Source: an optimization exercise on an open RTL-to-GDS flow (aim: small area, a short achievable clock period and few clock cycles). Production flows keep margins and buffers that such runs may drop. Only simulation tests tie the RTL to the original design; equivalence was not proved. Power and IR drop assume default switching activity.

`design/flow/design.v`:
```
module lane_core (
    input  wire        clk,
    input  wire        rst,           
    input  wire        start,         
    input  wire [11:0] entry,
    input  wire [31:0] arg0,
    output reg         busy,
    output reg         done,          
    output wire [11:0] imem_addr,
    input  wire [31:0] imem_data,
    output wire [14:0] dmem_addr,
    input  wire [15:0] dmem_rdata,
    output wire [13:0] cmem_addr,
    input  wire [15:0] cmem_rdata,
    output reg         mem_we,
    output reg         mem_wsel,      
    output reg  [14:0] mem_waddr,
    output reg  [15:0] mem_wdata,
    output reg         put_valid,
    output reg  [13:0] put_sig,
    output reg  [31:0] put_data,
    output reg         evt_valid,
    output reg         evt_class,
    output reg  [15:0] evt_code,
    output reg         inh
);
    localparam [5:0] OP_NOP = 6'h00, OP_END = 6'h01, OP_JMP = 6'h02, OP_BR = 6'h03,
                     OP_CALL = 6'h04, OP_RET = 6'h05, OP_LOOP = 6'h06,
                     OP_INH = 6'h08, OP_EVT = 6'h09, OP_LDI = 6'h0A, OP_LDP = 6'h0B,
                     OP_LDM = 6'h0C, OP_LDZ = 6'h0D, OP_MOVX = 6'h0E, OP_SETM = 6'h0F,
                     OP_LD = 6'h10, OP_ST = 6'h11, OP_LD2 = 6'h12, OP_LIM = 6'h13,
                     OP_PUT = 6'h16, OP_PUTW = 6'h17,
                     OP_MPY_RR = 6'h1B, OP_MPY_RM = 6'h1C, OP_MPY_MM = 6'h1D,
                     OP_MAC_RR = 6'h1E, OP_MAC_RM = 6'h1F, OP_MAC_MM = 6'h20,
                     OP_MSU_RR = 6'h21, OP_MSU_RM = 6'h22, OP_MSU_MM = 6'h23,
                     OP_MPYU = 6'h24, OP_ADD = 6'h25, OP_SUB = 6'h26, OP_MINMAX = 6'h27,
                     OP_LOG = 6'h28, OP_SHD = 6'h29, OP_CMP = 6'h2A, OP_ACC = 6'h2B,
                     OP_SHA = 6'h2C, OP_MVA = 6'h2D, OP_MVD = 6'h2E, OP_NORM = 6'h2F;
    integer i;
    reg [15:0] D [0:15];
    reg [39:0] A0, A1;
    reg [15:0] P [0:7];
    reg [15:0] M [0:7];
    reg [3:0]  Z [0:7];
    reg [12:0] LC0, LC1;
    reg [24:2] FB;
    reg        f_n, f_z, f_v, f_sv, f_rnd, f_sat;
    reg [4:0]  f_msh;
    reg        f_run;                   
    reg [11:0] fpc;
    reg [11:0] cstk [0:7];
    reg [3:0]  csp;
    reg [1:0]  fdepth;
    reg [11:0] fls0, fll0, fls1, fll1;
    reg [12:0] flc0, flc1;
    reg [11:0] pend_ls;                 
    reg        m_valid;
    reg [31:0] m_ir;
    reg        m_dec0, m_clr0, m_dec1, m_clr1, m_lidx;
    reg [1:0]  m_pa, m_pb, m_pam, m_pbm;
    reg        m_pau, m_pbu;
    reg        m_useptr, m_spec, m_loopr;
    reg        e_valid;
    reg [31:0] e_ir;
    reg        e_dec0, e_clr0, e_dec1, e_clr1, e_lidx;
    reg [15:0] e_dm, e_cm, e_pmz;
    reg [14:0] e_waddr;
    reg        e_wsel;
    reg [3:0]  e_ra, e_rb, e_rc, e_dwi;
    reg        e_dwe, e_ld2, e_p2;
    reg        e_end, e_br, e_loopi, e_loopr, e_inh, e_evt, e_ldi, e_movx, e_setm;
    reg        e_ld, e_st, e_lim, e_put, e_putw, e_mul, e_rm, e_mm, e_mpyu;
    reg        e_add, e_sub, e_minmax, e_log, e_shd, e_cmp, e_acc, e_sha, e_mva, e_mvd, e_norm;
    reg        e_movx_ptr, e_movx_rsr;
    reg        w_valid;
    reg        w_a;
    reg [1:0]  w_k;                     
    reg [2:0]  w_f;
    reg [33:0] w_prod;
    assign imem_addr = fpc;
    wire [31:0] fi  = imem_data;
    wire [5:0]  fop = fi[31:26];
    wire f_jmp   = (fop == OP_JMP);
    wire f_call  = (fop == OP_CALL);
    wire f_ret   = (fop == OP_RET);
    wire f_loop  = (fop == OP_LOOP);
    wire f_loopi = f_loop & fi[25];
    wire f_loopr = f_loop & ~fi[25];
    wire f_cnt0  = (fi[24:12] == 13'd0);
    wire f_br    = (fop == OP_BR);
    wire f_end   = (fop == OP_END);
    wire [11:0] fpc1 = fpc + 12'd1;
    wire [11:0] ftgt1 = fi[11:0] + 12'd1;
    wire [11:0] stk_top = cstk[csp[2:0] - 3'd1];
    reg        le_hit, le_dec0, le_clr0, le_dec1, le_clr1;
    reg [11:0] le_pc;
    always @(*) begin
        le_hit = 1'b0; le_dec0 = 1'b0; le_clr0 = 1'b0; le_dec1 = 1'b0; le_clr1 = 1'b0;
        le_pc = fpc1;
        if (fdepth == 2'd2 && fpc == fll1) begin
            le_hit = 1'b1;
            if (flc1 > 13'd1) begin
                le_dec1 = 1'b1; le_pc = fls1;
            end else begin
                le_clr1 = 1'b1;
                if (fpc == fll0) begin
                    if (flc0 > 13'd1) begin le_dec0 = 1'b1; le_pc = fls0; end
                    else le_clr0 = 1'b1;
                end
            end
        end else if (fdepth != 2'd0 && fpc == fll0) begin
            le_hit = 1'b1;
            if (flc0 > 13'd1) begin le_dec0 = 1'b1; le_pc = fls0; end
            else le_clr0 = 1'b1;
        end
    end
    reg [11:0] f_next;
    always @(*) begin
        if (le_hit)                 f_next = le_pc;
        else if (f_jmp | f_call)    f_next = fi[11:0];
        else if (f_ret)             f_next = stk_top;
        else if (f_loopi & f_cnt0)  f_next = ftgt1;
        else                        f_next = fpc1;
    end
    reg [1:0] fd_pa, fd_pb, fd_pam, fd_pbm;
    reg       fd_pau, fd_pbu, fd_useptr;
    always @(*) begin
        fd_pa = 2'd0; fd_pb = 2'd0; fd_pam = 2'd0; fd_pbm = 2'd0;
        fd_pau = 1'b0; fd_pbu = 1'b0; fd_useptr = 1'b0;
        case (fop)
            OP_LD, OP_ST: begin
                fd_useptr = 1'b1;
                fd_pa = fi[20:19]; fd_pb = fi[20:19]; fd_pam = fi[18:17]; fd_pbm = fi[18:17];
                fd_pau = ~fi[21]; fd_pbu = fi[21];
            end
            OP_MPY_RM, OP_MAC_RM, OP_MSU_RM: begin
                fd_useptr = 1'b1;
                fd_pa = fi[16:15]; fd_pb = fi[16:15]; fd_pam = fi[14:13]; fd_pbm = fi[14:13];
                fd_pau = ~fi[17]; fd_pbu = fi[17];
            end
            OP_LD2: begin
                fd_useptr = 1'b1;
                fd_pa = fi[21:20]; fd_pam = fi[19:18]; fd_pau = 1'b1;
                fd_pb = fi[17:16]; fd_pbm = fi[15:14]; fd_pbu = 1'b1;
            end
            OP_MPY_MM, OP_MAC_MM, OP_MSU_MM: begin
                fd_useptr = 1'b1;
                fd_pa = fi[24:23]; fd_pam = fi[22:21]; fd_pau = 1'b1;
                fd_pb = fi[20:19]; fd_pbm = fi[18:17]; fd_pbu = 1'b1;
            end
            OP_LDP, OP_LDM, OP_LDZ: fd_useptr = 1'b1;
            OP_MOVX: begin
                fd_pa = fi[18:17]; fd_pb = fi[18:17];
                fd_useptr = ~fi[16] & (fi[21:20] != 2'b11);
            end
            default: ;
        endcase
    end
    wire [15:0] pa_val = P[{1'b0, m_pa}];
    wire [15:0] pb_val = P[{1'b1, m_pb}];
    wire [15:0] pa_m   = M[{1'b0, m_pa}];
    wire [15:0] pb_m   = M[{1'b1, m_pb}];
    wire [3:0]  pa_z   = Z[{1'b0, m_pa}];
    wire [3:0]  pb_z   = Z[{1'b1, m_pb}];
    assign dmem_addr = pa_val[14:0];
    assign cmem_addr = pb_val[13:0];
    function [15:0] post_mod(input [15:0] p, input [1:0] mode, input [15:0] m, input [3:0] z);
        reg [15:0] step, sum, mask;
        begin
            case (mode)
                2'b00: step = 16'd0;
                2'b01: step = 16'd1;
                2'b10: step = 16'hFFFF;
                default: step = m;
            endcase
            sum  = p + step;
            mask = (16'd1 << z) - 16'd1;
            if (z == 4'd0)
                post_mod = sum;
            else
                post_mod = (p & ~mask) | (sum & mask);
        end
    endfunction
    wire [15:0] pa_next = post_mod(pa_val, m_pam, pa_m, pa_z);
    wire [15:0] pb_next = post_mod(pb_val, m_pbm, pb_m, pb_z);
    wire [5:0]  mop = m_ir[31:26];
    wire [14:0] m_staddr = m_ir[21] ? {1'b0, pb_val[13:0]} : pa_val[14:0];
    wire        m_side = m_ir[19];
    reg  [15:0] m_pmz;
    always @(*) begin
        case (m_ir[21:20])
            2'b00:   m_pmz = m_side ? pb_val : pa_val;
            2'b01:   m_pmz = m_side ? pb_m : pa_m;
            default: m_pmz = {12'd0, m_side ? pb_z : pa_z};
        endcase
    end
    wire [15:0] rC;
    wire fwd_de = e_valid & e_st & ~e_wsel & (e_waddr == pa_val[14:0]);
    wire fwd_dw = mem_we & ~mem_wsel & (mem_waddr == pa_val[14:0]);
    wire fwd_ce = e_valid & e_st & e_wsel & (e_waddr[13:0] == pb_val[13:0]);
    wire fwd_cw = mem_we & mem_wsel & (mem_waddr[13:0] == pb_val[13:0]);
    wire [15:0] dm_cap = fwd_de ? rC : fwd_dw ? mem_wdata : dmem_rdata;
    wire [15:0] cm_cap = fwd_ce ? rC : fwd_cw ? mem_wdata : cmem_rdata;
    wire md_mpy  = (mop == OP_MPY_RR) | (mop == OP_MPY_RM) | (mop == OP_MPY_MM) | (mop == OP_MPYU);
    wire md_mac  = (mop == OP_MAC_RR) | (mop == OP_MAC_RM) | (mop == OP_MAC_MM);
    wire md_msu  = (mop == OP_MSU_RR) | (mop == OP_MSU_RM) | (mop == OP_MSU_MM);
    wire md_rm   = (mop == OP_MPY_RM) | (mop == OP_MAC_RM) | (mop == OP_MSU_RM);
    wire md_mm   = (mop == OP_MPY_MM) | (mop == OP_MAC_MM) | (mop == OP_MSU_MM);
    wire md_putw = (mop == OP_PUTW);
    wire md_put  = (mop == OP_PUT);
    wire md_mvs  = (mop == OP_MVA) | (mop == OP_NORM);
    wire [3:0] md_ra = md_putw ? {m_ir[25:23], 1'b1} : m_ir[21:18];
    wire [3:0] md_rb = (md_put | md_putw) ? m_ir[3:0] :
                       (mop == OP_SHA)    ? m_ir[11:8] :
                       (mop == OP_LOOP)   ? m_ir[15:12] : m_ir[17:14];
    wire [3:0] md_rc = md_putw ? {m_ir[25:23], 1'b0} : m_ir[25:22];
    wire md_dwe = (mop == OP_LDI) | ((mop == OP_MOVX) & ~m_ir[16]) | (mop == OP_LD) |
                  (mop == OP_LD2) | (mop == OP_LIM) | (mop == OP_ADD) | (mop == OP_SUB) |
                  (mop == OP_MINMAX) | (mop == OP_LOG) | (mop == OP_SHD) | md_mvs;
    wire [3:0] md_dwi = md_mvs ? m_ir[21:18] :
                        (mop == OP_LD2) ? {m_ir[25:23], 1'b0} : m_ir[25:22];
    wire [15:0] rA = D[e_ra];
    wire [15:0] rB = D[e_rb];
    assign      rC = D[e_rc];
    wire [39:0] Aa = e_ir[25] ? A1 : A0;
    wire [15:0] mem_rd1 = e_p2 ? e_cm : e_dm;
    wire [15:0] mul_a = e_mm ? e_dm : rA;
    wire [15:0] mul_b = e_mm ? e_cm : e_rm ? mem_rd1 : rB;
    wire signed [16:0] mul_a_ext = {e_mpyu ? 1'b0 : mul_a[15], mul_a};
    wire signed [33:0] product   = mul_a_ext * $signed(mul_b);
    wire        as_sub = e_sub | e_cmp | e_minmax;
    wire [17:0] as_x   = {{2{rA[15]}}, rA};
    wire [17:0] as_y   = {{2{rB[15]}}, rB};
    wire [17:0] asum   = as_x + (as_sub ? ~as_y : as_y) + {17'd0, as_sub};
    wire        as_big = (asum[17:15] != 3'b000) && (asum[17:15] != 3'b111);
    wire [15:0] as_sat = as_big ? (asum[17] ? 16'h8000 : 16'h7FFF) : asum[15:0];
    wire        as_lt  = asum[17];
    wire        as_eq  = (rA == rB);
    wire        mm_pick_s = e_ir[0] ? (~as_lt & ~as_eq) : as_lt;
    wire [15:0] mm_res = mm_pick_s ? rA : rB;
    wire [15:0] lim_lo  = ($signed(rC) < $signed(rA)) ? rA : rC;
    wire [15:0] lim_res = ($signed(lim_lo) > $signed(rB)) ? rB : lim_lo;
    reg [15:0] log_res;
    always @(*) begin
        case (e_ir[1:0])
            2'd0: log_res = rA & rB;
            2'd1: log_res = rA | rB;
            2'd2: log_res = rA ^ rB;
            default: log_res = rA & ~rB;
        endcase
    end
    wire [4:0]  sh_ms   = e_ir[6] ? e_ir[4:0] : f_msh;           
    wire [5:0]  sha_n   = e_ir[6] ? rB[5:0] : e_ir[5:0];         
    wire [4:0]  shd_n   = e_ir[4:0];                             
    reg [5:0] norm_e;
    integer j;
    always @(*) begin
        norm_e = 6'd39;
        for (j = 0; j <= 38; j = j + 1)
            if (Aa[j] != Aa[39]) norm_e = 6'd38 - j[5:0];
    end
    wire [6:0] norm_n = {1'b0, norm_e} - 7'd8;                    
    wire        lsh_ds  = e_mvd | e_shd;
    wire [39:0] lsh_in  = lsh_ds ? {{24{rA[15]}}, rA} : Aa;
    reg  [4:0]  lsh_amt;
    always @(*) begin
        if (e_mvd)       lsh_amt = sh_ms;
        else if (e_shd)  lsh_amt = {1'b0, shd_n[3:0]};
        else if (e_norm) lsh_amt = norm_n[4:0];
        else             lsh_amt = sha_n[4:0];
    end
    wire [39:0] lsh_out = lsh_in << lsh_amt;
    wire [38:0] lsh_d   = lsh_in[38:0] ^ {39{lsh_in[39]}};
    wire [38:0] lsh_msk = ~({39{1'b1}} >> lsh_amt);
    wire        lsh_ov  = |(lsh_d & lsh_msk);
    wire [40:0] rsh_in  = e_shd ? {{25{~e_ir[5] & rA[15]}}, rA} : {Aa[39], Aa};
    reg  [5:0]  rsh_amt;
    always @(*) begin
        if (e_mva)       rsh_amt = {1'b0, sh_ms};
        else if (e_shd)  rsh_amt = 6'd0 - {shd_n[4], shd_n};
        else if (e_norm) rsh_amt = 6'd0 - norm_n[5:0];
        else             rsh_amt = 6'd0 - sha_n;
    end
    wire [40:0] rsh_out = $signed(rsh_in) >>> rsh_amt;
    wire [14:0] shd_d   = rA[14:0] ^ {15{rA[15]}};
    wire [14:0] shd_msk = ~({15{1'b1}} >> shd_n[3:0]);
    wire        shd_big = ~e_ir[5] & (|(shd_d & shd_msk));
    wire [15:0] shd_res = shd_n[4] ? rsh_out[15:0] :
                          shd_big  ? (rA[15] ? 16'h8000 : 16'h7FFF) : lsh_out[15:0];
    wire        shd_sv  = ~shd_n[4] & shd_big;
    wire        mva_r   = f_rnd | e_ir[7];
    wire [4:0]  mva_shm1 = sh_ms - 5'd1;
    wire        mva_inc = mva_r & (sh_ms != 5'd0) & Aa[mva_shm1];
    wire [40:0] mva_s   = rsh_out;
    wire        mva_inr = (mva_s[40:15] == 26'd0) | (mva_s[40:15] == {26{1'b1}});
    wire        mva_max = (mva_s[40:15] == 26'd0) & (mva_s[14:0] == {15{1'b1}});
    wire        mva_m1  = (mva_s[40:16] == {25{1'b1}}) & ~mva_s[15] & (mva_s[14:0] == {15{1'b1}});
    wire        mva_big = (~mva_inr & ~(mva_m1 & mva_inc)) | (mva_max & mva_inc);
    wire [15:0] mva_low = mva_s[15:0] + {15'd0, mva_inc};
    wire [15:0] mva_res = (f_sat & mva_big) ? (mva_s[40] ? 16'h8000 : 16'h7FFF) : mva_low;
    wire [4:0] sp = e_ir[21:17];
    reg [15:0] special;
    always @(*) begin
        if (sp[4:3] != 2'b11) special = e_pmz;
        else case (sp[2:0])
            3'd0: special = {1'b0, f_msh, f_sat, f_rnd, 4'd0, f_sv, f_v, f_z, f_n};
            3'd1: special = {3'd0, LC0};
            3'd2: special = {3'd0, LC1};
            3'd3: special = {FB[15:2], 2'b00};
            3'd4: special = {7'd0, FB[24:16]};
            default: special = 16'd0;
        endcase
    end
    reg [15:0] wd;
    always @(*) begin
        wd = 16'd0;
        if (e_ldi)    wd = e_ir[15:0];
        if (e_movx)   wd = special;
        if (e_ld)     wd = mem_rd1;
        if (e_ld2)    wd = e_dm;
        if (e_lim)    wd = lim_res;
        if (e_add | e_sub) wd = as_sat;
        if (e_minmax) wd = mm_res;
        if (e_log)    wd = log_res;
        if (e_shd)    wd = shd_res;
        if (e_mva)    wd = mva_res;
        if (e_norm)   wd = {{9{norm_n[6]}}, norm_n};
    end
    wire [15:0] wd_odd = e_ld2 ? e_cm : wd;
    reg cc_ok;
    always @(*) begin
        case (e_ir[24:22])
            3'd0: cc_ok = f_z;
            3'd1: cc_ok = !f_z;
            3'd2: cc_ok = f_n;
            3'd3: cc_ok = !f_n;
            3'd4: cc_ok = !f_n && !f_z;
            3'd5: cc_ok = f_n || f_z;
            3'd6: cc_ok = f_v;
            default: cc_ok = f_sv;
        endcase
    end
    wire [12:0] loop_cnt = e_loopi ? e_ir[24:12] : rB[12:0];
    wire        loop_z   = (loop_cnt == 13'd0);
    wire w_wr_a = w_valid & ~((w_k == 2'd3) & (w_f == 3'd7));
    wire w_nz   = w_valid & (w_k == 2'd3) & (w_f == 3'd7);
    wire w_vv   = w_valid & ((w_k == 2'd1) | (w_k == 2'd2) |
                             ((w_k == 2'd3) & (w_f != 3'd0) & (w_f <= 3'd4)));
    wire w_svv  = w_valid & (w_k == 2'd3) & (w_f == 3'd5);
    wire e_rd_a = e_sha | e_norm | e_mva;
    wire stall_a  = e_rd_a & w_wr_a & (w_a == e_ir[25]);
    wire stall_br = e_br & ((~e_ir[23] | ~e_ir[24]) ? w_nz : (e_ir[22] ? w_svv : w_vv));
    wire stall_sr = e_movx_rsr & (w_nz | w_vv | w_svv);
    wire e_stall  = e_valid & (stall_a | stall_br | stall_sr);
    wire e_go     = e_valid & ~e_stall;
    wire redir_br = e_br & cc_ok;
    wire redir_lz = e_loopr & loop_z;
    wire kill     = e_go & (redir_br | redir_lz | e_end);
    wire [11:0] redir_pc = redir_lz ? e_ir[11:0] + 12'd1 : e_ir[11:0];
    wire [39:0] wAa = w_a ? A1 : A0;
    wire [39:0] wAb = w_a ? A0 : A1;
    wire [39:0] wprod = {{6{w_prod[33]}}, w_prod};
    reg  [39:0] ax, ay;
    reg         asb;
    always @(*) begin
        ax = wAa; ay = wprod; asb = 1'b0;
        case (w_k)
            2'd0: ax = 40'd0;
            2'd1: ;
            2'd2: asb = 1'b1;
            default: case (w_f)
                3'd1: ay = wAb;
                3'd3: begin ax = 40'd0; ay = wAa; asb = 1'b1; end
                3'd4: begin ax = 40'd0; ay = wAa; asb = wAa[39]; end
                default: begin ay = wAb; asb = 1'b1; end
            endcase
        endcase
    end
    wire [40:0] wsum = {ax[39], ax} + (asb ? ~{ay[39], ay} : {ay[39], ay}) + {40'd0, asb};
    wire        wovf = wsum[40] ^ wsum[39];
    wire        acc_hi = ~wAa[39] & (wAa[38:31] != 8'd0);
    wire        acc_lo =  wAa[39] & (wAa[38:31] != 8'hFF);
    reg  [39:0] wres;
    always @(*) begin
        wres = wsum[39:0];
        if (w_k == 2'd3) case (w_f)
            3'd0: wres = 40'd0;
            3'd5: wres = acc_hi ? 40'h00_7FFF_FFFF : acc_lo ? 40'hFF_8000_0000 : wAa;
            3'd6: wres = wAb;
            default: ;
        endcase
    end
    wire w_setv  = w_vv & wovf;
    wire w_setsv = w_svv & (acc_hi | acc_lo);
    wire m_hz    = m_valid & e_valid & e_movx_ptr & m_useptr;
    wire m_hold  = e_stall | m_hz;
    wire m_go    = m_valid & ~m_hold & ~kill;
    wire spec    = (m_valid & m_spec) | (e_valid & (e_br | e_loopr));
    wire rl_pend = (m_valid & m_loopr) | (e_valid & e_loopr);
    wire f_ctrl  = f_call | f_ret | f_loop | le_hit;
    wire f_block = spec & (f_ctrl | (rl_pend & (fpc == (m_valid & m_loopr ? m_ir[11:0] : e_ir[11:0]))));
    wire f_acc   = f_run & ~m_hold & ~f_block & ~kill;
    reg        e_nzw, e_nv, e_zv, e_setv, e_setsv;
    always @(*) begin
        e_nzw = 1'b0; e_nv = 1'b0; e_zv = 1'b0; e_setv = 1'b0; e_setsv = 1'b0;
        if (e_add | e_sub) begin
            e_nzw = 1'b1; e_nv = asum[17]; e_zv = (as_sat == 16'd0); e_setsv = as_big;
        end
        if (e_cmp)    begin e_nzw = 1'b1; e_nv = as_lt; e_zv = as_eq; end
        if (e_minmax) begin e_nzw = 1'b1; e_nv = mm_res[15]; e_zv = (mm_res == 16'd0); end
        if (e_lim)    begin e_nzw = 1'b1; e_nv = lim_res[15]; e_zv = (lim_res == 16'd0); end
        if (e_log)    begin e_nzw = 1'b1; e_nv = log_res[15]; e_zv = (log_res == 16'd0); end
        if (e_shd)    begin e_nzw = 1'b1; e_nv = shd_res[15]; e_zv = (shd_res == 16'd0); e_setsv = shd_sv; end
        if (e_mva)    begin e_nzw = 1'b1; e_nv = mva_res[15]; e_zv = (mva_res == 16'd0); e_setsv = f_sat & mva_big; end
        if (e_sha)    e_setv = ~sha_n[5] & lsh_ov;
        if (e_mvd)    e_setv = lsh_ov;
    end
    wire e_movx_wsr = e_movx & e_ir[16] & (sp == 5'b11000);
    always @(posedge clk) begin
        if (rst) begin
            busy      <= 1'b0;
            done      <= 1'b0;
            put_valid <= 1'b0;
            evt_valid <= 1'b0;
            mem_we    <= 1'b0;
            inh       <= 1'b0;
            f_run     <= 1'b0;
            m_valid   <= 1'b0;
            e_valid   <= 1'b0;
            w_valid   <= 1'b0;
        end else begin
            done      <= 1'b0;
            put_valid <= 1'b0;
            evt_valid <= 1'b0;
            mem_we    <= 1'b0;
            if (!busy) begin
                m_valid <= 1'b0;
                e_valid <= 1'b0;
                w_valid <= 1'b0;
                if (start) begin
                    busy  <= 1'b1;
                    f_run <= 1'b1;
                    fpc   <= entry;
                    for (i = 0; i < 16; i = i + 1) D[i] <= 16'd0;
                    D[0] <= arg0[15:0];
                    D[1] <= arg0[31:16];
                    A0 <= 40'd0; A1 <= 40'd0;
                    for (i = 0; i < 8; i = i + 1) begin
                        P[i] <= 16'd0; M[i] <= 16'd0; Z[i] <= 4'd0;
                    end
                    LC0 <= 13'd0; LC1 <= 13'd0; FB <= 23'd0;
                    f_n <= 1'b0; f_z <= 1'b0; f_v <= 1'b0; f_sv <= 1'b0;
                    f_rnd <= 1'b0; f_sat <= 1'b1; f_msh <= 5'd15;
                    csp <= 4'd0; fdepth <= 2'd0; flc0 <= 13'd0; flc1 <= 13'd0;
                end
            end else begin
                if (kill) begin
                    if (e_end) begin
                        f_run <= 1'b0;
                        busy  <= 1'b0;
                        done  <= 1'b1;
                    end else begin
                        f_run <= 1'b1;
                        fpc   <= redir_pc;
                    end
                end else if (f_acc) begin
                    fpc <= f_next;
                    if (f_end) f_run <= 1'b0;
                    if (f_call) begin
                        cstk[csp[2:0]] <= fpc1;
                        csp <= csp + 4'd1;
                    end
                    if (f_ret) csp <= csp - 4'd1;
                    if (f_loopi & ~f_cnt0) begin
                        if (fdepth == 2'd0) begin
                            fls0 <= fpc1; fll0 <= fi[11:0]; flc0 <= fi[24:12]; fdepth <= 2'd1;
                        end else begin
                            fls1 <= fpc1; fll1 <= fi[11:0]; flc1 <= fi[24:12]; fdepth <= 2'd2;
                        end
                    end
                    if (f_loopr) pend_ls <= fpc1;
                    if (le_hit) begin
                        if (le_dec1) flc1 <= flc1 - 13'd1;
                        if (le_clr1) flc1 <= 13'd0;
                        if (le_dec0) flc0 <= flc0 - 13'd1;
                        if (le_clr0) flc0 <= 13'd0;
                        if (le_clr1 & le_clr0) fdepth <= 2'd0;
                        else if (le_clr1)      fdepth <= 2'd1;
                        else if (le_clr0)      fdepth <= 2'd0;
                    end
                end
                if (kill) begin
                    m_valid <= 1'b0;
                end else if (!m_hold) begin
                    m_valid <= f_acc;
                    m_ir    <= fi;
                    m_dec0  <= le_dec0; m_clr0 <= le_clr0;
                    m_dec1  <= le_dec1; m_clr1 <= le_clr1;
                    m_lidx  <= (fdepth != 2'd0);
                    m_pa <= fd_pa; m_pb <= fd_pb; m_pam <= fd_pam; m_pbm <= fd_pbm;
                    m_pau <= fd_pau; m_pbu <= fd_pbu; m_useptr <= fd_useptr;
                    m_spec  <= f_br | f_loopr;
                    m_loopr <= f_loopr;
                end
                if (m_go) begin
                    if (m_pau) P[{1'b0, m_pa}] <= pa_next;
                    if (m_pbu) P[{1'b1, m_pb}] <= pb_next;
                    case (mop)
                        OP_LDP: P[m_ir[24:22]] <= m_ir[15:0];
                        OP_LDM: M[m_ir[24:22]] <= m_ir[15:0];
                        OP_LDZ: Z[m_ir[24:22]] <= m_ir[3:0];
                        default: ;
                    endcase
                end
                if (!e_stall) begin
                    e_valid <= m_go & ~m_hz;
                    e_ir    <= m_ir;
                    e_dec0 <= m_dec0; e_clr0 <= m_clr0; e_dec1 <= m_dec1; e_clr1 <= m_clr1;
                    e_lidx <= m_lidx;
                    e_dm <= dm_cap; e_cm <= cm_cap; e_pmz <= m_pmz;
                    e_waddr <= m_staddr; e_wsel <= m_ir[21];
                    e_ra <= md_ra; e_rb <= md_rb; e_rc <= md_rc;
                    e_dwe <= md_dwe; e_dwi <= md_dwi; e_ld2 <= (mop == OP_LD2);
                    e_p2  <= md_rm ? m_ir[17] : m_ir[21];
                    e_end <= (mop == OP_END); e_br <= (mop == OP_BR);
                    e_loopi <= (mop == OP_LOOP) & m_ir[25];
                    e_loopr <= (mop == OP_LOOP) & ~m_ir[25];
                    e_inh <= (mop == OP_INH); e_evt <= (mop == OP_EVT);
                    e_ldi <= (mop == OP_LDI); e_movx <= (mop == OP_MOVX);
                    e_setm <= (mop == OP_SETM); e_ld <= (mop == OP_LD); e_st <= (mop == OP_ST);
                    e_lim <= (mop == OP_LIM); e_put <= md_put; e_putw <= md_putw;
                    e_mul <= md_mpy | md_mac | md_msu; e_rm <= md_rm; e_mm <= md_mm;
                    e_mpyu <= (mop == OP_MPYU);
                    e_add <= (mop == OP_ADD); e_sub <= (mop == OP_SUB);
                    e_minmax <= (mop == OP_MINMAX); e_log <= (mop == OP_LOG);
                    e_shd <= (mop == OP_SHD); e_cmp <= (mop == OP_CMP); e_acc <= (mop == OP_ACC);
                    e_sha <= (mop == OP_SHA); e_mva <= (mop == OP_MVA); e_mvd <= (mop == OP_MVD);
                    e_norm <= (mop == OP_NORM);
                    e_movx_ptr <= (mop == OP_MOVX) & m_ir[16] & (m_ir[21:20] != 2'b11);
                    e_movx_rsr <= (mop == OP_MOVX) & ~m_ir[16] & (m_ir[21:17] == 5'b11000);
                end
                w_valid <= e_go & (e_mul | e_acc);
                if (e_go) begin
                    w_a <= e_ir[25];
                    w_k <= e_acc ? 2'd3 :
                           ((e_ir[31:26] == OP_MAC_RR) | (e_ir[31:26] == OP_MAC_RM) | (e_ir[31:26] == OP_MAC_MM)) ? 2'd1 :
                           ((e_ir[31:26] == OP_MSU_RR) | (e_ir[31:26] == OP_MSU_RM) | (e_ir[31:26] == OP_MSU_MM)) ? 2'd2 : 2'd0;
                    w_f <= e_ir[2:0];
                    w_prod <= product;
                    for (i = 0; i < 16; i = i + 1) begin
                        if (i[0] == 1'b0) begin
                            if (e_dwe && e_dwi == i[3:0]) D[i] <= wd;
                        end else begin
                            if ((e_dwe && e_dwi == i[3:0]) || (e_ld2 && {e_dwi[3:1], 1'b1} == i[3:0]))
                                D[i] <= wd_odd;
                        end
                    end
                    if (e_st) begin
                        mem_we    <= 1'b1;
                        mem_wsel  <= e_wsel;
                        mem_waddr <= e_waddr;
                        mem_wdata <= rC;
                    end
                    if (e_put | e_putw) begin
                        put_valid <= 1'b1;
                        put_sig   <= e_ir[14] ? rB[13:0] : e_ir[13:0];
                        put_data  <= e_putw ? {rA, rC} : {{16{rC[15]}}, rC};
                    end
                    if (e_evt) begin
                        evt_valid <= 1'b1;
                        evt_class <= e_ir[16];
                        evt_code  <= e_ir[15:0];
                    end
                    if (e_inh) inh <= e_ir[0];
                    if (e_setm) begin
                        f_sat <= e_ir[9]; f_rnd <= e_ir[8]; f_msh <= e_ir[4:0];
                    end
                    if (e_dec0) LC0 <= LC0 - 13'd1;
                    if (e_clr0) LC0 <= 13'd0;
                    if (e_dec1) LC1 <= LC1 - 13'd1;
                    if (e_clr1) LC1 <= 13'd0;
                    if ((e_loopi | e_loopr) & ~loop_z) begin
                        if (e_lidx) LC1 <= loop_cnt; else LC0 <= loop_cnt;
                    end
                    if (e_loopr & ~loop_z) begin
                        if (e_lidx) begin
                            fls1 <= pend_ls; fll1 <= e_ir[11:0]; flc1 <= loop_cnt; fdepth <= 2'd2;
                        end else begin
                            fls0 <= pend_ls; fll0 <= e_ir[11:0]; flc0 <= loop_cnt; fdepth <= 2'd1;
                        end
                    end
                    if (e_movx & e_ir[16]) begin
                        case (sp[4:3])
                            2'b00: P[sp[2:0]] <= rC;
                            2'b01: M[sp[2:0]] <= rC;
                            2'b10: Z[sp[2:0]] <= rC[3:0];
                            default: case (sp[2:0])
                                3'd0: begin
                                    f_rnd <= rC[8]; f_sat <= rC[9]; f_msh <= rC[14:10];
                                end
                                3'd1: LC0 <= rC[12:0];
                                3'd2: LC1 <= rC[12:0];
                                3'd3: FB[15:2] <= rC[15:2];
                                3'd4: FB[24:16] <= rC[8:0];
                                default: ;
                            endcase
                        endcase
                    end
                end
                if (w_valid & w_wr_a) begin
                    if (w_a) A1 <= wres; else A0 <= wres;
                end
                if (e_go & (e_sha | e_mvd | (e_norm & ~e_ir[0]))) begin
                    if (e_ir[25]) A1 <= (e_mvd | (e_sha & ~sha_n[5]) | (e_norm & ~norm_n[6])) ? lsh_out : rsh_out[39:0];
                    else          A0 <= (e_mvd | (e_sha & ~sha_n[5]) | (e_norm & ~norm_n[6])) ? lsh_out : rsh_out[39:0];
                end
                if (e_go & e_movx_wsr) begin
                    f_n <= rC[0]; f_z <= rC[1]; f_v <= rC[2]; f_sv <= rC[3];
                end else begin
                    if (e_go & e_nzw) begin
                        f_n <= e_nv; f_z <= e_zv;
                    end else if (w_nz) begin
                        f_n <= wsum[40]; f_z <= (wAa == wAb);
                    end
                    if ((e_go & e_setv) | w_setv)   f_v  <= 1'b1;
                    if ((e_go & e_setsv) | w_setsv) f_sv <= 1'b1;
                end
            end
        end
    end
endmodule
```
`design/flow/run.sh`:
```
#!/bin/bash
# synth_recipe.tcl (not shown) runs the flow's synth.tcl, then flattens the netlist and writes it again
# the make line also repeats each setting of config.mk as NAME=value (left out here)
make -C /OpenROAD-flow-scripts/flow DESIGN_CONFIG=/design/flow/config.mk WORK_HOME=/design/flow/orfs CLKGATE_MAP_FILE= SYNTH_SCRIPT=/design/flow/synth_recipe.tcl finish
```
`design/flow/constraint.sdc`:
```
create_clock -name core_clock -period 25.0 [get_ports {clk}]
set_input_delay 5.0000 -clock core_clock [delete_from_list [all_inputs] [get_ports {clk}]]
set_output_delay 5.0000 -clock core_clock [all_outputs]
set_load 0.01 [all_outputs]
```
`design/flow/config.mk`:
```
export PLATFORM = sky130hd
export DESIGN_NAME = lane_core
export DESIGN_NICKNAME = lane_core
export VERILOG_FILES = /design/flow/design.v
export SDC_FILE = /design/flow/constraint.sdc
export NUM_CORES = 8
export LEC_CHECK = 0
export CAP_MARGIN = 20
export CORE_MARGIN = 2
export CORE_UTILIZATION = 40
export SLEW_MARGIN = 50
```
==> results.cfg <==
[floorplanning]
initial_core_util = 0.402
dieArea_um2 = 251000
die_width_um = 501
core_area_um2 = 246000
pin_count = 253
row_count = 182
fp.dieH_um = 501

[pwr]
p_seq_frac = 0.257
p_leak_nw = 40.8
switching_share = 0.452
p_per_area_nw_per_um2 = 90.8
total_power_mw = 10.2
p_sw_mw = 4.60
p_comb_frac = 0.523
vdd_ir_drop_max_mv = 0.309
p_int_mw = 5.58
clkPwrFrac = 0.220

[timing]
relSlewSlack = 0.457
report.final.slew_viol_count = 0
fin_crit_ns = 11.05
rsz0062_at_grt = no
setup-violations-final = 0
period_share = 0.442
worstMarginPinSlew_ns = 0.805
hold_viol_final = 0
clock.fmax_mhz = 90.5
finalSetupTns_ns = 0
finalClockSkew_ns = 0.0837

[logic_synthesis]
mappedNetlistArea_um2 = 98800
synth_cell_types = 111
async_flop_share = 0
synthesis.instances = 10730
ys_ff_latch = 1228
syn_nets = 11368
ys.flop_type = edfxtp_1
ys_warn_count = 2
synth_edf_count = 1214
ys_seq_area_frac = 0.372
synth_area_per_cell_um2 = 9.21

[place]
post-place-cells = 13765
port-buffer-count = 252
dp_hpwl_mm = 370
place_congestion = 1.07

[worst_hold_path]
min_path_type = flip-flop to flip-flop

[clock_tree]
tritoncts = yes
cts.clk_slew.worst_paths_ns = 0.07
post_cts_resized = 0
clk_latency_ns = 0.89
post_cts_buffers = 0
clock_sinks = 1228
htree_levels = 4
cts_made_buffers = 145
cts_buffer_depth = 3
root_buffer = clkbuf_16
ctsHoldBuffers = 0

[layout]
fillCellCount = 23490
finalNonFillerCells = 14050
fin_util = 0.456
drive_above_1_share = 0.121
nets = 11337
syn_to_final_growth_pct = 13.5

[critical_path]
end_kind = flip-flop
worstPathRequired_ns = 25.60
max_stage_delay_ns = 0.72
setup.worst_path.start_class = flip-flop
cp.arrival_ns = 11.65
crit_buf_inv = 7
path_delay_family = compound AO/OA/AOI/OAI gates
crit_type = flip-flop to flip-flop
cp_max_fo = 35
slowest_stage = and4b_1
crit_top_cell = inv_1

[outcome]
status = finished clean

[drt]
vias = 95512
dr.pass1.iters = 10
drtIter0Drc = 15338
wl_per_cell_um = 36.0
antenna_left = 0
viasPerCell = 6.80
drt_wl_total_mm = 506
drc_errors = 0

[global_route]
antenna_found_initial = 37
grt_max_degree = 83
grt_util_all_layers = 0.392
grt_pass1_wl_mm = 702
grt_overflow = 0
grt_pass1_vias = 89583

[job]
timing.max_cap.violations = 0
==> layer usage <==
metal / track usage / routed length (um) / vias up
met3: 0.0971 / 59000 / 1541
met2: 0.586 / 217000 / 7067
li1: - / - / 39717
met5: 0 / 161 / -
met4: 0.246 / 39800 / 22
met1: 0.506 / 190000 / 47165
==> power by group through the flow <==
stage,Sequential (mW),Combinational [mW],Clock (mW)
global placement,2.66,4.95,0
global route,2.62,5.57,2.32
finish,2.62,5.32,2.24
floorplan,2.59,2.95,0
detailed placement,2.65,5.14,0
CTS,2.61,5.18,2.25
==> synthesized netlist by cell type, drive strengths merged (36+ instances only) <==
| cell type | number | area share |
|---|---|---|
| a21oi | 850 | 0.043 |
| a22oi | 201 | 0.015 |
| a211oi | 206 | 0.016 |
| fa | 281 | 0.057 |
| and3 | 97 | 0.0061 |
| o211ai | 92 | 0.0071 |
| or3 | 59 | 0.0037 |
| inv | 456 | 0.017 |
| nor3 | 359 | 0.018 |
| clkbuf | 753 | 0.029 |
| o21ai | 712 | 0.036 |
| and2 | 68 | 0.0043 |
| o21bai | 39 | 0.0030 |
| nand2b | 68 | 0.0043 |
| o31ai | 38 | 0.0029 |
| mux2i | 414 | 0.042 |
| nand4 | 88 | 0.0056 |
| nor2b | 123 | 0.0078 |
| nor3b | 50 | 0.0038 |
| mux2 | 126 | 0.014 |
| xnor2 | 254 | 0.023 |
| nor2 | 946 | 0.036 |
| a221oi | 120 | 0.011 |
| mux4 | 131 | 0.030 |
| nand2 | 1131 | 0.043 |
| o22ai | 94 | 0.0060 |
| buf | 144 | 0.0069 |
| o21a | 89 | 0.0068 |
| nand3 | 232 | 0.012 |
| a31oi | 101 | 0.0064 |
| a21o | 78 | 0.0059 |
| ha | 246 | 0.031 |
| or2 | 36 | 0.0023 |
| edfxtp | 1214 | 0.37 |
| nor4 | 66 | 0.0042 |
| xor2 | 149 | 0.013 |
| a22o | 68 | 0.0060 |
==> flip-flops by register name, indices dropped and copies added (netlist names), 32 cells and up, named ones only <==
signal	flops
D	256
M	128
P	128
cstk	96
A0	40
A1	40
w_prod	33
Z	32
m_ir	32
put_data	32
==> final timing paths <==
kind / from / endpoint / slack (ns) / depth (start not counted)
worst max-delay path: e_rb[2] / w_prod[31] / 13.95 / 37
worst min-delay path: m_clr0 / e_clr0 / 0.42 / 0
worst max register to register: e_rb[2] / w_prod[31] / 13.95 / 37
worst min register to register: m_clr0 / e_clr0 / 0.42 / 0
==> final cells by class <==
type | instances | area [um^2] | area share
antenna | 14 | 35.0 | 0.000313
sequential | 1228 | 36700 | 0.328
inverter | 473 | 1790 | 0.0160
clock buffer | 168 | 3710 | 0.0331
timing repair buffer | 719 | 6340 | 0.0566
multi-input combinational | 8132 | 58200 | 0.519
tap | 3220 | 4030 | 0.0359
clock inverter | 96 | 1220 | 0.0109
==> stage by stage <==
stage / area, um^2 / hold WS, ns / setup slack [ns]
2_1_floorplan: 98800 / 0.400 / 12.02
3_3_place_gp: 106000 / 0.401 / 13.81
3_5_place_dp: 107000 / 0.405 / 13.95
4_1_cts: 112000 / 0.419 / 13.92
5_1_grt: 112000 / 0.426 / 13.64
6_report: 112000 / 0.419 / 13.95
==> kinds of logic after synthesis <==
group                      Yosys count  share of synthesized area
AOI/OAI and AO/OA                 3100                      0.204
xor gates and xnor gates           404                     0.0360
adders and majority gates          527                     0.0881
buffers and inverters             1370                     0.0535
DFF                               1228                      0.372
muxes                              671                     0.0863
and+or+nand+nor                   3430                      0.161
==> cell usage in the layout (no fill, tap or decap), types with 74 or more instances in the layout <==
cell type        count
a211oi_1           198
a21o_1              78
a21oi_1            823
a221oi_1           120
a22oi_1            199
a31oi_1             93
and3_1              95
buf_4              396
clkbuf_16          145
clkdlybuf4s50_1    252
edfxtp_1          1214
fa_1               281
ha_1               243
inv_1              443
mux2_2             125
mux2i_1            391
mux4_2             131
nand2_1           1123
nand3_1            230
nand4_1             88
nor2_1             907
nor2b_1            112
nor3_1             337
o211ai_1            89
o21a_1              86
o21ai_0            665
o22ai_1             74
xnor2_1            245
xor2_1             146
Testbench counts, summed over its fixed seeds: cycles 268,335.

## separate check: timing with driven ports
Ports are ideal in the flow. The routed layout listed here was re-timed in OpenROAD.
Step 1 assumes that a clkbuf_16 drives the clock port and a buf_2 every other input.
Step 2 moves the port delays by t, midway between the first and last clock arrival at a register: inputs arrive t later, outputs are due t later. That takes back most of the time a late clock gives input paths.
Three values: ideal, step 1, step 2; two values: the first two.
shift t [ns]: 0.953
setup slack, ns: 13.951 / 13.951 / 13.951
worst setup path at the end: register to register
worst data-port slew with drivers (ns): 0.10
After both steps this run still meets setup and hold. The setup slack of this run moves by 0.000 ns with the drivers and by 0.000 ns with both steps.
